From an optimization exercise on the open Yosys and OpenROAD flow, aimed at small area, a short achievable clock period and few clock cycles per item; shortcuts taken in it are not production practice.
In this exercise RTL edits were held to simulation tests only and were not proved equivalent to the original.

==> flow/design.v <==
module dtc_core (
    input  wire               clk,
    input  wire               rst,           
    input  wire               start,
    input  wire signed [15:0] ia,
    input  wire signed [15:0] ib,
    input  wire signed [15:0] ic,
    input  wire        [11:0] vms,
    input  wire               model_en,
    input  wire signed [15:0] cos_th,
    input  wire signed [15:0] sin_th,
    input  wire signed [23:0] t_ref,
    input  wire signed [23:0] f_ref,
    input  wire        [15:0] rs,
    input  wire        [15:0] kv,
    input  wire        [15:0] ld,
    input  wire        [15:0] lq,
    input  wire signed [23:0] psi_pm,
    input  wire        [14:0] model_gain,
    input  wire        [15:0] tq_gain,
    input  wire        [15:0] i_max,
    input  wire        [22:0] t_max,
    input  wire signed [23:0] f_min,
    input  wire signed [23:0] f_max,
    input  wire        [22:0] ht,
    input  wire        [22:0] hf,
    output wire               ready,
    output reg                done,
    output reg         [2:0]  vec,
    output reg  signed [23:0] t_est,
    output reg         [23:0] f_est,
    output reg         [1:0]  tq_code,
    output reg                fx_code,
    output reg         [2:0]  sector,
    output reg                cur_lim,
    output reg                ref_lim,
    output reg                sense_fault,
    output reg         [15:0] switches
);
    function signed [23:0] sat24;
        input signed [47:0] v;
        begin
            if (v > 48'sd8388607)
                sat24 = 24'sd8388607;
            else if (v < -48'sd8388608)
                sat24 = -24'sd8388608;
            else
                sat24 = v[23:0];
        end
    endfunction
    function [16:0] abs16;
        input signed [15:0] v;
        begin
            abs16 = v[15] ? -{v[15], v} : {1'b0, v};
        end
    endfunction
    function [2:0] vcode;      
        input [2:0] n;
        begin
            case (n)
                3'd1: vcode = 3'b100;
                3'd2: vcode = 3'b110;
                3'd3: vcode = 3'b010;
                3'd4: vcode = 3'b011;
                3'd5: vcode = 3'b001;
                default: vcode = 3'b101;
            endcase
        end
    endfunction
    function [2:0] wrap6;       
        input signed [4:0] n;
        begin
            if (n < 5'sd1)
                wrap6 = n + 5'sd6;
            else if (n > 5'sd6)
                wrap6 = n - 5'sd6;
            else
                wrap6 = n[2:0];
        end
    endfunction
    function [49:0] sqr24;
        input [23:0] y;
        input        s;
        integer i;
        reg [49:0] acc;
        begin
            acc = s ? {25'd0, y, 1'b1} : 50'd0;
            for (i = 0; i < 24; i = i + 1)
                acc = acc + ((({26'd0, y} >> (i + 1)) & {50{y[i]}}) << (2 * i + 2))
                          + ({49'd0, y[i]} << (2 * i));
            sqr24 = acc;
        end
    endfunction
    function [47:0] booth;
        input signed [24:0] a;
        input signed [16:0] b;
        input               ng;
        integer i;
        reg [18:0] bx;
        reg [26:0] ax, sl, y;
        reg [2:0]  d;
        reg        n;
        reg [47:0] acc;
        begin
            bx  = {b[16], b, 1'b0};
            ax  = {{2{a[24]}}, a};
            acc = 48'd0;
            for (i = 0; i < 9; i = i + 1) begin
                d  = bx[2 * i +: 3];
                sl = (d[1] ^ d[0]) ? ax
                   : (d == 3'b100 || d == 3'b011) ? {ax[25:0], 1'b0} : 27'd0;
                n  = (d[2] & ~(d[1] & d[0])) ^ ng;
                y  = sl ^ {27{n}};
                acc = acc + ({21'd0, ~y[26], y[25:0]} << (2 * i))
                          + ({47'd0, n} << (2 * i));
            end
            booth = acc;
        end
    endfunction
    localparam [47:0] BK  = 48'hfaaa_ac00_0000;
    localparam [47:0] BK2 = 48'hf555_5800_0000;
    function [23:0] clampu24;
        input signed [26:0] v;
        begin
            if (v[26])
                clampu24 = 24'd0;
            else if (v[25:24] != 2'b00)
                clampu24 = 24'hffffff;
            else
                clampu24 = v[23:0];
        end
    endfunction
    reg [1:0] ph;
    reg       rdy;
    reg       v1, v2, v3, v4;      
    assign ready = rdy;
    wire acc = start & rdy;
    reg [3:0] q1, q2, q3, q4, qs;
    always @(posedge clk) begin
        if (rst) begin
            q1 <= 4'b0001;
            q2 <= 4'b0001;
            q3 <= 4'b0001;
            q4 <= 4'b0001;
            qs <= 4'b0001;
        end else begin
            q1 <= {q1[2:0], q1[3]};
            q2 <= {q2[2:0], q2[3]};
            q3 <= {q3[2:0], q3[3]};
            q4 <= {q4[2:0], q4[3]};
            qs <= {qs[2:0], qs[3]};
        end
    end
    always @(posedge clk) begin
        if (rst) begin
            ph  <= 2'd0;
            rdy <= 1'b0;
            v1  <= 1'b0;
            v2  <= 1'b0;
            v3  <= 1'b0;
            v4  <= 1'b0;
        end else begin
            ph  <= ph + 2'd1;
            rdy <= (ph == 2'd2);
            if (ph == 2'd3) begin
                v1 <= acc;
                v2 <= v1;
                v3 <= v2;
                v4 <= v3;
            end
        end
    end
    wire signed [17:0] w_sal  = 2 * ia - ib - ic;
    wire signed [16:0] w_sbe  = ib - ic;
    wire signed [17:0] w_isum = ia + ib + ic;
    wire        [16:0] w_aia  = abs16(ia);
    wire        [16:0] w_aib  = abs16(ib);
    wire        [16:0] w_aic  = abs16(ic);
    wire               w_cur  = (w_aia > {1'b0, i_max}) || (w_aib > {1'b0, i_max})
                                || (w_aic > {1'b0, i_max});
    wire signed [23:0] w_tmax = {1'b0, t_max};
    wire signed [23:0] w_thi  = (t_ref > w_tmax) ? w_tmax : t_ref;
    wire signed [23:0] w_tlim = (w_thi < -w_tmax) ? -w_tmax : w_thi;
    wire signed [23:0] w_flo  = (f_ref < f_min) ? f_min : f_ref;
    wire signed [23:0] w_flim = (w_flo > f_max) ? f_max : w_flo;
    wire               w_rlim = (w_tlim != t_ref) || (w_flim != f_ref);
    reg signed [17:0] c_sal, c_isum;
    reg signed [16:0] c_sbe;
    reg               c_cur, c_rlim, c_men;
    reg signed [23:0] c_tlim, c_flim, c_pm;
    reg        [11:0] c_vms;
    reg        [15:0] c_kv, c_rs, c_ld, c_lq, c_tqg, c_imax;
    reg signed [15:0] c_cos, c_sin;
    reg        [14:0] c_g;
    reg        [22:0] c_ht, c_hf;
    always @(posedge clk) begin
        if (rdy) begin
            c_sal  <= w_sal;
            c_sbe  <= w_sbe;
            c_isum <= w_isum;
            c_cur  <= w_cur;
            c_tlim <= w_tlim;
            c_flim <= w_flim;
            c_rlim <= w_rlim;
            c_vms  <= vms;
            c_kv   <= kv;
            c_men  <= model_en;
            c_cos  <= cos_th;
            c_sin  <= sin_th;
            c_rs   <= rs;
            c_ld   <= ld;
            c_lq   <= lq;
            c_pm   <= psi_pm;
            c_g    <= model_gain;
            c_tqg  <= tq_gain;
            c_imax <= i_max;
            c_ht   <= ht;
            c_hf   <= hf;
        end
    end
    reg signed [16:0] fr_ial, fr_ibe;
    reg        [15:0] fr_vstep;
    reg signed [17:0] fr_id, fr_iq;
    reg signed [23:0] fr_pcd, fr_pcq;
    reg signed [20:0] fr_rbe;
    reg signed [23:0] b_pcal, b_pcbe;
    reg signed [20:0] b_ral;
    wire signed [20:0] b_rbe = fr_rbe;
    reg        [14:0] b_v3;
    reg        [15:0] b_vq;
    reg        [14:0] b_g;
    reg signed [16:0] b_ibe, b_ial;
    reg        [15:0] b_tqg;
    reg        [23:0] b_a1, b_t2;
    reg signed [23:0] b_tlim;
    reg        [22:0] b_ht;
    reg               b_cur, b_sense, b_rlim;
    reg signed [23:0] psi_al, psi_be;
    reg signed [23:0] pv_al, pv_be;
    reg signed [24:0] d_al, d_be;
    reg signed [24:0] c_hi;
    reg        [47:0] sq;
    reg        [2:0]  sec_n;
    reg signed [23:0] t_new;
    reg               f_lt1, f_ge2;
    reg signed [23:0] k_tlim;
    reg signed [25:0] k_th, k_tl;
    reg               k_cur, k_sense, k_rlim;
    reg        [2:0]  s_vec;
    reg        [1:0]  s_tq;
    reg               s_fx;
    reg        [15:0] s_sw;
    reg        [1:0]  s_scnt;
    reg               s_sf;
    reg signed [23:0] h_test;
    reg        [2:0]  h_sec;
    reg               h_cur, h_rlim;
    wire signed [23:0] e_sal  = c_sal;
    wire signed [23:0] e_sbe  = c_sbe;
    wire signed [23:0] e_ial  = fr_ial;
    wire signed [23:0] e_ibe  = fr_ibe;
    wire signed [16:0] e_cos  = c_cos;
    wire signed [16:0] e_sin  = c_sin;
    wire signed [16:0] e_rs   = {1'b0, c_rs};
    wire signed [24:0] e_id   = fr_id;
    wire signed [24:0] e_iq   = fr_iq;
    wire signed [24:0] e_ial4 = fr_ial;
    wire signed [23:0] u1_a0 = ({24{q1[0]}} & e_sal) | ({24{q1[1]}} & e_ial)
                             | ({24{q1[2]}} & psi_al) | ({24{q1[3]}} & fr_pcd);
    wire signed [16:0] u1_b0 = ({17{q1[0]}} & 17'sd21845) | ({17{q1[1]}} & e_cos)
                             | ({17{q1[2]}} & b_ibe) | ({17{q1[3]}} & e_cos);
    wire signed [23:0] u1_a1 = ({24{q1[1]}} & e_ibe)
                             | ({24{q1[2]}} & psi_be) | ({24{q1[3]}} & fr_pcq);
    wire signed [16:0] u1_b1 = ({17{q1[1]}} & e_sin)
                             | ({17{q1[2]}} & b_ial) | ({17{q1[3]}} & e_sin);
    wire               u1_n1 = q1[2] | q1[3];
    wire signed [23:0] u2_a0 = ({24{q2[0]}} & e_sbe) | ({24{q2[1] | q2[2]}} & e_ibe)
                             | ({24{q2[3]}} & fr_pcd);
    wire signed [16:0] u2_b0 = ({17{q2[0]}} & 17'sd37837) | ({17{q2[1]}} & e_cos)
                             | ({17{q2[2]}} & e_rs) | ({17{q2[3]}} & e_sin);
    wire signed [23:0] u2_a1 = ({24{q2[1]}} & e_ial) | ({24{q2[3]}} & fr_pcq);
    wire signed [16:0] u2_b1 = ({17{q2[1]}} & e_sin) | ({17{q2[3]}} & e_cos);
    wire               u2_n1 = q2[1];
    wire signed [24:0] u3_a = ({25{q3[0]}} & {13'd0, c_vms}) | ({25{q3[1]}} & d_al)
                            | ({25{q3[2]}} & e_id) | ({25{q3[3]}} & c_hi);
    wire signed [16:0] u3_b = ({17{q3[0]}} & {1'b0, c_kv}) | ({17{q3[1]}} & {2'b00, b_g})
                            | ({17{q3[2]}} & {1'b0, c_ld}) | ({17{q3[3]}} & {1'b0, b_tqg});
    wire signed [41:0] u3_c = ({42{q3[1]}} & {{3{pv_al[23]}}, pv_al, 15'd0})
                            | ({42{q3[2]}} & {{6{c_pm[23]}}, c_pm, 12'd0});
    wire signed [24:0] u4_a = ({25{q4[0]}} & {9'd0, c_imax}) | ({25{q4[1]}} & d_be)
                            | ({25{q4[2]}} & e_iq) | ({25{q4[3]}} & e_ial4);
    wire signed [16:0] u4_b = ({17{q4[0]}} & 17'sd6554) | ({17{q4[1]}} & {2'b00, b_g})
                            | ({17{q4[2]}} & {1'b0, c_lq}) | ({17{q4[3]}} & e_rs);
    wire signed [41:0] u4_c = ({42{q4[1]}} & {{3{pv_be[23]}}, pv_be, 15'd0});
    wire        [47:0] z1 = booth(u1_a0, u1_b0, 1'b0) + booth(u1_a1, u1_b1, u1_n1) + BK2;
    wire        [47:0] z2 = booth(u2_a0, u2_b0, 1'b0) + booth(u2_a1, u2_b1, u2_n1) + BK2;
    wire        [47:0] z3 = booth(u3_a, u3_b, 1'b0) + {{6{u3_c[41]}}, u3_c} + BK;
    wire        [47:0] z4 = booth(u4_a, u4_b, 1'b0) + {{6{u4_c[41]}}, u4_c} + BK;
    wire signed [41:0] y1 = z1[41:0];
    wire signed [41:0] y2 = z2[41:0];
    wire signed [41:0] y3 = z3[41:0];
    wire signed [41:0] y4 = z4[41:0];
    reg         [16:0] fr_thr;
    reg                fr_sense;
    wire        [17:0] a_sum = c_isum[17] ? -c_isum : c_isum;
    wire signed [26:0] w_a1 = (2 * c_flim - $signed({1'b0, c_hf}) + 1) >>> 1;
    wire signed [26:0] w_t2 = (2 * c_flim + $signed({1'b0, c_hf}) + 2) >>> 1;
    wire        [31:0] p_v3 = fr_vstep * 17'd21845;
    wire        [32:0] p_vq = fr_vstep * 17'd37837;
    always @(posedge clk) begin
        if (ph == 2'd0) begin
            fr_ial   <= y1 >>> 16;
            fr_ibe   <= y2 >>> 16;
            fr_vstep <= y3[27:12];
        end
        fr_thr <= y4[32:16];
        if (ph == 2'd1)
            fr_sense <= a_sum > {1'b0, fr_thr};
        fr_id  <= y1 >>> 15;
        fr_iq  <= y2 >>> 15;
        fr_pcd <= sat24(y3 >>> 12);
        fr_pcq <= y4 >>> 12;
        if (ph == 2'd2)
            fr_rbe <= y2 >>> 12;
        b_pcal  <= sat24(y1 >>> 15);
        b_pcbe  <= sat24(y2 >>> 15);
        b_ral   <= y4 >>> 12;
        b_v3    <= p_v3[30:16];
        b_vq    <= p_vq[31:16];
        if (ph == 2'd3) begin
            b_g     <= c_men ? c_g : 15'd0;
            b_ibe   <= fr_ibe;
            b_ial   <= fr_ial;
            b_tqg   <= c_tqg;
            b_a1    <= clampu24(w_a1);
            b_t2    <= clampu24(w_t2);
            b_tlim  <= c_tlim;
            b_ht    <= c_ht;
            b_cur   <= c_cur;
            b_sense <= fr_sense;
            b_rlim  <= c_rlim;
        end
    end
    wire               c_gth = t_new > k_th;        
    wire               c_ltl = t_new < k_tl;        
    wire               c_gem = t_new >= k_tlim;     
    wire               c_lem = t_new <= k_tlim;     
    wire               c_pos = ~t_new[23] & (t_new != 24'sd0);
    wire               c_neg = t_new[23];
    reg         [1:0]  tq_nx;
    wire               fx_nx = f_lt1 | (~f_ge2 & s_fx);
    always @(*) begin
        if (k_cur)
            tq_nx = c_pos ? 2'b11 : c_neg ? 2'b01 : 2'b00;
        else case (s_tq)
            2'b01:   tq_nx = c_gth ? 2'b11 : c_gem ? 2'b00 : 2'b01;
            2'b11:   tq_nx = c_ltl ? 2'b01 : c_lem ? 2'b00 : 2'b11;
            default: tq_nx = c_ltl ? 2'b01 : c_gth ? 2'b11 : 2'b00;
        endcase
    end
    wire signed [4:0]  vn_p = $signed({2'b00, sec_n}) + (fx_nx ? 5'sd1 : 5'sd2);
    wire signed [4:0]  vn_m = $signed({2'b00, sec_n}) - (fx_nx ? 5'sd1 : 5'sd2);
    wire        [2:0]  vc_z = (s_vec == 3'b000 || s_vec == 3'b100 || s_vec == 3'b010
                               || s_vec == 3'b001) ? 3'b000 : 3'b111;
    wire        [2:0]  vc_p = vcode(wrap6(vn_p));
    wire        [2:0]  vc_m = (vn_m == 5'sd0) ? vc_z : vcode(wrap6(vn_m));
    wire        [2:0]  vec_nx = (tq_nx == 2'b01) ? vc_p : (tq_nx == 2'b11) ? vc_m : vc_z;
    wire        [2:0]  vdiff = s_vec ^ vec_nx;
    wire        [1:0]  nsw   = vdiff[0] + vdiff[1] + vdiff[2];
    wire        [2:0]  vprev = v3 ? vec_nx : s_vec;
    wire               ua2   = (vprev == 3'b100) || (vprev == 3'b011);
    wire               ua_1  = (vprev == 3'b110) || (vprev == 3'b010)
                               || (vprev == 3'b001) || (vprev == 3'b101);
    wire               ua_n  = ~vprev[2] & (vprev[1] | vprev[0]);
    wire               ub_1  = vprev[1] ^ vprev[0];
    wire               ub_n  = ~vprev[1] & vprev[0];
    wire        [16:0] m_al  = ua2 ? {1'b0, b_v3, 1'b0} : ua_1 ? {2'b00, b_v3} : 17'd0;
    wire        [16:0] m_be  = ub_1 ? {1'b0, b_vq} : 17'd0;
    wire signed [25:0] x_mal = {9'd0, m_al} ^ {26{ua_n}};
    wire signed [25:0] x_mbe = {9'd0, m_be} ^ {26{ub_n}};
    wire signed [25:0] p0_al = psi_al - b_ral;
    wire signed [25:0] p0_be = psi_be - b_rbe;
    wire signed [25:0] d0_al = b_pcal + b_ral - psi_al;
    wire signed [25:0] d0_be = b_pcbe + b_rbe - psi_be;
    wire signed [24:0] ds_al = p0_al[25] ? b_pcal + 25'sd8388608 : b_pcal - 25'sd8388607;
    wire signed [24:0] ds_be = p0_be[25] ? b_pcbe + 25'sd8388608 : b_pcbe - 25'sd8388607;
    wire signed [25:0] pr_al = p0_al + x_mal + ua_n;
    wire signed [25:0] pr_be = p0_be + x_mbe + ub_n;
    wire signed [25:0] dr_al = d0_al + ~x_mal + {25'd0, ~ua_n};
    wire signed [25:0] dr_be = d0_be + ~x_mbe + {25'd0, ~ub_n};
    wire               o_al  = pr_al[25:23] != {3{pr_al[25]}};
    wire               o_be  = pr_be[25:23] != {3{pr_be[25]}};
    wire signed [23:0] sv_al = p0_al[25] ? -24'sd8388608 : 24'sd8388607;
    wire signed [23:0] sv_be = p0_be[25] ? -24'sd8388608 : 24'sd8388607;
    wire signed [23:0] w_pv_al = o_al ? sv_al : pr_al[23:0];
    wire signed [23:0] w_pv_be = o_be ? sv_be : pr_be[23:0];
    wire signed [24:0] w_d_al  = o_al ? ds_al : dr_al[24:0];
    wire signed [24:0] w_d_be  = o_be ? ds_be : dr_be[24:0];
    wire signed [41:0] pbe_x = psi_be;
    wire signed [41:0] p_y3 = (pbe_x <<< 16) - (pbe_x <<< 13) - (pbe_x <<< 9)
                              - (pbe_x <<< 6) - (pbe_x <<< 3) - (pbe_x <<< 2);
    wire signed [26:0] y3s  = p_y3 >>> 15;
    wire signed [26:0] sx   = psi_al;
    wire signed [26:0] sp   = sx - y3s;
    wire signed [26:0] sqq  = sx + y3s;
    reg         [2:0]  w_sec;
    always @(*) begin
        if (sp > 0 && sqq >= 0)
            w_sec = 3'd1;
        else if (sp <= 0 && sx > 0)
            w_sec = 3'd2;
        else if (sx <= 0 && sqq > 0)
            w_sec = 3'd3;
        else if (sqq <= 0 && sp < 0)
            w_sec = 3'd4;
        else if (sp >= 0 && sx < 0)
            w_sec = 3'd5;
        else if (sx >= 0 && sqq < 0)
            w_sec = 3'd6;
        else
            w_sec = 3'd1;
    end
    reg  [47:0] sq_a, sq_b;
    wire        sa_s = qs[2] & psi_al[23];
    wire        sb_s = qs[2] & psi_be[23];
    wire [23:0] sa_y = qs[2] ? {1'b0, psi_al[22:0] ^ {23{psi_al[23]}}} : b_a1;
    wire [23:0] sb_y = qs[2] ? {1'b0, psi_be[22:0] ^ {23{psi_be[23]}}} : b_t2;
    wire [49:0] sq_na = qs[2] ? 50'd0 : {2'b11, ~sq_a};
    wire [49:0] sq_nb = qs[2] ? 50'd0 : {2'b11, ~sq_b};
    wire [49:0] za = sqr24(sa_y, sa_s) + sq_na + sq_nb + {49'd0, ~qs[2]};
    wire [49:0] zb = sqr24(sb_y, sb_s) + sq_na + sq_nb + {49'd0, ~qs[2]};
    always @(posedge clk) begin
        pv_al <= w_pv_al;
        pv_be <= w_pv_be;
        d_al  <= w_d_al;
        d_be  <= w_d_be;
        if (ph == 2'd1 && v2) begin
            psi_al <= y3 >>> 15;
            psi_be <= y4 >>> 15;
        end
        c_hi <= y1 >>> 16;
        sq_a <= za[47:0];
        sq_b <= zb[47:0];
        if (ph == 2'd3)
            sq <= sq_a + sq_b;
        if (ph == 2'd2)
            sec_n <= w_sec;
        t_new  <= sat24(y3 >>> 12);
        f_lt1  <= ~za[49];
        f_ge2  <= zb[49];
        k_tlim <= b_tlim;
        k_th   <= b_tlim + $signed({3'b000, b_ht});
        k_tl   <= b_tlim - $signed({3'b000, b_ht});
        k_cur  <= b_cur;
        k_sense <= b_sense;
        k_rlim <= b_rlim;
        if (rst) begin
            psi_al <= 24'sd0;
            psi_be <= 24'sd0;
        end
    end
    always @(posedge clk) begin
        if (rst) begin
            s_vec  <= 3'b000;
            s_tq   <= 2'b00;
            s_fx   <= 1'b1;
            s_sw   <= 16'd0;
            s_scnt <= 2'd0;
            s_sf   <= 1'b0;
        end else if (ph == 2'd0 && v3) begin
            s_vec <= vec_nx;
            s_tq  <= tq_nx;
            s_fx  <= fx_nx;
            s_sw  <= s_sw + nsw;
            if (k_sense) begin
                if (s_scnt == 2'd3)
                    s_sf <= 1'b1;
                else
                    s_scnt <= s_scnt + 2'd1;
            end else begin
                s_scnt <= 2'd0;
            end
        end
        if (ph == 2'd0 && v3) begin
            h_test <= t_new;
            h_sec  <= sec_n;
            h_cur  <= k_cur;
            h_rlim <= k_rlim;
        end
    end
    function [36:0] sqrt3;     
        input [24:0] rem_i;
        input [23:0] root_i;
        input [5:0]  bits;
        reg   [26:0] r;
        reg   [26:0] t;
        reg   [23:0] q;
        integer k;
        begin
            r = {2'b00, rem_i};
            q = root_i;
            for (k = 2; k >= 0; k = k - 1) begin
                r = {r[24:0], bits[2*k+1], bits[2*k]};
                t = {1'b0, q, 2'b01};
                if (r >= t) begin
                    r = r - t;
                    q = {q[22:0], 1'b1};
                end else begin
                    q = {q[22:0], 1'b0};
                end
            end
            sqrt3 = {r[24:0], q[11:0]};
        end
    endfunction
    reg  [12:0] ra_rem;
    reg  [11:0] ra_root;
    reg  [24:0] rb_rem;
    reg  [23:0] rb_root;
    reg  [23:0] rb_s;
    wire [5:0]  sa_bits = (ph == 2'd0) ? sq[47:42] : (ph == 2'd1) ? sq[41:36]
                        : (ph == 2'd2) ? sq[35:30] : sq[29:24];
    wire [24:0] sa_rin  = (ph == 2'd0) ? 25'd0 : {12'd0, ra_rem};
    wire [23:0] sa_qin  = (ph == 2'd0) ? 24'd0 : {12'd0, ra_root};
    wire [36:0] sa_out  = sqrt3(sa_rin, sa_qin, sa_bits);
    wire [5:0]  sb_bits = rb_s[23:18];
    wire [24:0] sb_rin  = (ph == 2'd0) ? {12'd0, ra_rem} : rb_rem;
    wire [23:0] sb_qin  = (ph == 2'd0) ? {12'd0, ra_root} : rb_root;
    wire [36:0] sb_out  = sqrt3(sb_rin, sb_qin, sb_bits);
    always @(posedge clk) begin
        ra_rem  <= sa_out[24:12];
        ra_root <= sa_out[11:0];
        rb_rem  <= sb_out[36:12];
        rb_root <= {sb_qin[20:0], sb_out[2:0]};
        rb_s    <= (ph == 2'd3) ? sq[23:0] : {rb_s[17:0], 6'd0};
    end
    always @(posedge clk) begin
        if (rst) begin
            done <= 1'b0;
        end else begin
            done <= (ph == 2'd3) && v4;
        end
        if (ph == 2'd0 && v4) begin
            vec         <= s_vec;
            tq_code     <= s_tq;
            fx_code     <= s_fx;
            switches    <= s_sw;
            sense_fault <= s_sf;
            t_est       <= h_test;
            sector      <= h_sec;
            cur_lim     <= h_cur;
            ref_lim     <= h_rlim;
        end
        if (ph == 2'd3 && v4)
            f_est <= {sb_qin[20:0], sb_out[2:0]};
    end
endmodule
==> flow/run.sh <==
#!/bin/bash
# synth_recipe.tcl (not shown) runs the flow's synth.tcl, then flattens the netlist and writes it again
# the make line also repeats each setting of config.mk as NAME=value (left out here)
make -C /OpenROAD-flow-scripts/flow DESIGN_CONFIG=/design/flow/config.mk WORK_HOME=/design/flow/orfs CLKGATE_MAP_FILE= SYNTH_SCRIPT=/design/flow/synth_recipe.tcl finish
==> flow/config.mk <==
export PLATFORM = sky130hd
export DESIGN_NAME = dtc_core
export DESIGN_NICKNAME = dtc_core
export VERILOG_FILES = /design/flow/design.v
export SDC_FILE = /design/flow/constraint.sdc
export NUM_CORES = 8
export LEC_CHECK = 0
export ABC_CLOCK_PERIOD_IN_PS = 6000
export CAP_MARGIN = 20
export CORE_MARGIN = 2
export CORE_UTILIZATION = 40
export PLACE_DENSITY = 0.6
export SETUP_SLACK_MARGIN = 5
export SLEW_MARGIN = 20
==> flow/constraint.sdc <==
create_clock -name core_clock -period 15.0 [get_ports {clk}]
set_input_delay 3.0000 -clock core_clock [delete_from_list [all_inputs] [get_ports {clk}]]
set_output_delay 3.0000 -clock core_clock [all_outputs]
set_load 0.01 [all_outputs]
==> run summary <==
through the flow:
step | worst slack, ns | hold slack [ns] | instance area, um2 | std cells
2_1_floorplan | 5.01 | 0.323 | 186000 | 19900
6_report | 5.25 | 0.339 | 207000 | 26600
3_3_place_gp | 2.80 | 0.326 | 198000 | 26100
5_1_grt | 4.95 | 0.347 | 207000 | 26500
4_1_cts | 4.97 | 0.343 | 205000 | 26400
3_5_place_dp | 2.64 | 0.329 | 199000 | 26100
sequential cells by signal (all words and copies together) (netlist names), 25 cells and up:
signal  cells
sq_b       48
k_tl       25
d_al       25
sq_a       48
sq         48
rb_rem     25
d_be       25
area by class of cell:
cell class	count	share of cell area, %
Clock buffer	202	2.17
Timing Repair inverter	1	0.00241
Inverter	3085	5.62
Timing Repair Buffer	1035	4.61
Sequential cell	1361	16.6
Tap cell	6174	3.73
Multi-Input combinational cell	14600	66.6
Clock inverter	110	0.544
Antenna cell	34	0.0410
cell families (layout without fill, tap and decap cells):
family | Yosys count | count (layout) | share of synthesized area [%]
simple gates | 3810 | 3817 | 9.42
xor+xnor | 2095 | 2095 | 9.87
compound gates | 4033 | 4033 | 14.4
other cells | 1 | 36 | 0.00202
fa+ha+maj | 4275 | 4275 | 37.8
buf+inv | 3999 | 4433 | 8.10
flops | 1361 | 1361 | 18.5
mux | 336 | 336 | 1.90
path summary, 6_finish.rpt:
kind         startpoint        to  slack [ns]  cells past startpoint
max          psi_be[23]  sq_b[46]        5.25                     29
min               b_cur     k_cur        0.34                      0
max reg2reg  psi_be[23]  sq_b[46]        5.25                     29
min reg2reg       b_cur     k_cur        0.34                      0
worst max-delay path: cells and delay by family, from the launching register on:
kind / cells / cell delay [ns]
adder cells (fa/ha/maj): 8 / 3.85
AO/OA/AOI/OAI: 10 / 2.43
AND/OR/NAND/NOR: 5 / 1.04
buffers and inverters: 4 / 1.03
flip-flops: 1 / 0.61
multiplexers: 1 / 0.53
XOR/XNOR: 1 / 0.14
synth_stat cells (all sizes together) (39+ instances only):
cell and count:
edfxtp 719, or3 66, and3 83, o21bai 120
nor3 232, nor2b 202, inv 3063, xnor2 1470
fa 2226, a211oi 68, nand2 1235, a22o 78
o21a 124, nand4 105, mux2i 206, or2 123
xor2 625, nand2b 115, a21boi 57, nor2 1139
o31ai 63, a31oi 81, a21o 273, nand3 211
a21oi 982, dfxtp 642, a22oi 1147, mux2 130
and2 139, ha 2048, o22ai 69, clkbuf 805
a221oi 39, nor4 61, o21ai 618, buf 109
metal layers:
layer	vias to the layer above	part of all wire, %	global-route usage, %
li1	67200	-	-
met1	74700	40	38.0
met2	7091	43	44.3
met3	1541	11	7.53
met4	42	6.6	15.6
met5	-	0.050	0.112
timing repair:
item | CTS | global route
resized for setup | 183 | 242
pin swaps | 17 | 45
setup buffers | 39 | 81
setup endpoints to repair | 290 | 225
cloned | 8 | 11
hold buffers | 0 | 0
==> impl_metrics.toml <==
[yosys]
synth_top_area_share_pct = 24.0
synth_area_leaders = "fa_1 24%, ha_1 14%, edfxtp_1 12%"
async_flop_share_pct = 0
synth_seq_cells = 1361
synth_ff_type = "edfxtp_1"
syn_area_um2 = 186000
ys_seq_area_share_pct = 18.5
syn-instance-count = 19900
synth-edff-count = 719
postSynthAreaPerCell_um2 = 9.34
yosys_warnings = 1
yosysUniqueCellTypes = 94
synth.largest_area_cell = "fa_1"

[clock_tree]
ctsRootBufferMaster = "clkbuf_16"
numCtsBuffers = 170
htreeDepth = 4
cts.sinks = 1361
cts_tree = "built"
clockBufferDepth = 4
clk_latency_ns = 0.94
clk_pin_slew_ns = 0.06

[finish]
synthToLayoutAreaGrowth_pct = 11.5
multiInputGateArea_um2 = 138000
final_nets = 24900
drive_above_1_share_pct = 7.18
final_cell_mix = "3031 x inv_1, 2226 x fa_1, 2025 x ha_1, 1446 x xnor2_1, 1213 x nand2_1"
post-route-util_pct = 44.7
layout_commonest_cell = "inv_1"
fillers = 44800
regArea_um2 = 34500

[sta]
worst_clock_skew_ns = 0.0641
fin_setup_tns_ns = 0
period_needed_ns = 9.75
hold_viol = 0
max_slew_margin_pct = 9.99
setup_violations = 0
fmax_ghz = 0.103
slew_violations = 0
period_share_pct = 65.0
rsz0062_at_grt = "true"
tightest_slew_ns = 1.34

[worst_setup_path]
cp_data_arrival_time_ns = 10.57
path_max_fanout = 17
crit_path_end_kind = "flip-flop"
critPathMaxStageDelay_ns = 0.64
startpoint_type = "flip-flop"
cp.required_ns = 15.82
cp_common_cell = "fa_1"
worst_path_max_delay_cell = "ha_1"
worstSetupPathType = "reg -> reg"

[place]
port-buffer-count = 472
gp_congestion = 1.02
hpwl_um = 563000

[grt]
grt_pass1_wl_um = 1010000
grt_pass1_vias = 147000
overflow = 0
antenna_found_initial = 70
grt_usage_pct = 29.1
grt_start_max_net_pins = 84

[route]
dr.pass1.iters = 10
drcViolationCount = 0
wl_um = 702000
routedWlPerCell_um = 26.4
via_per_inst = 5.67
ant_nets = 0
vias = 151000
dr.first_iter.drc_count = 16100

[floorplan]
die_x_um = 686
std_cell_rows = 250
start_util_pct = 40.1
fp.dieH_um = 686
ios = 474
fp.dieArea_um2 = 470000
coreArea_um2 = 463000

[flow_run]
maxCapViolCount = 0

[hold_path]
hold_path.class = "reg -> reg"

[status]
status = "finished clean"
Testbench counts, summed over its fixed seeds: cycles 9,652, items 2,400.

[re-timing with driven ports]
In the flow no input, the clock included, has a driving cell. The finished layout below was timed again as built, in two steps.
Step 1, drivers: a clkbuf_16 drives clk and a buf_2 each remaining input, both assumed.
Step 2 also shifts input and output timing later by t, the mid clock arrival at the registers, as if the neighbouring blocks saw the same clock.
Slacks: ideal / step 1 / step 2; pairs: ideal / step 1.
shift t [ns]: 1.035
setup slack, ns: 5.247 / 5.247 / 4.382
worst hold slack (ns): 0.339 / 0.339 / 0.339
worst setup path after step 2: input to register
After both steps setup and hold are still met in this run. For this run, drivers alone change the setup slack by 0.000 ns; drivers and shift together by -0.865 ns.
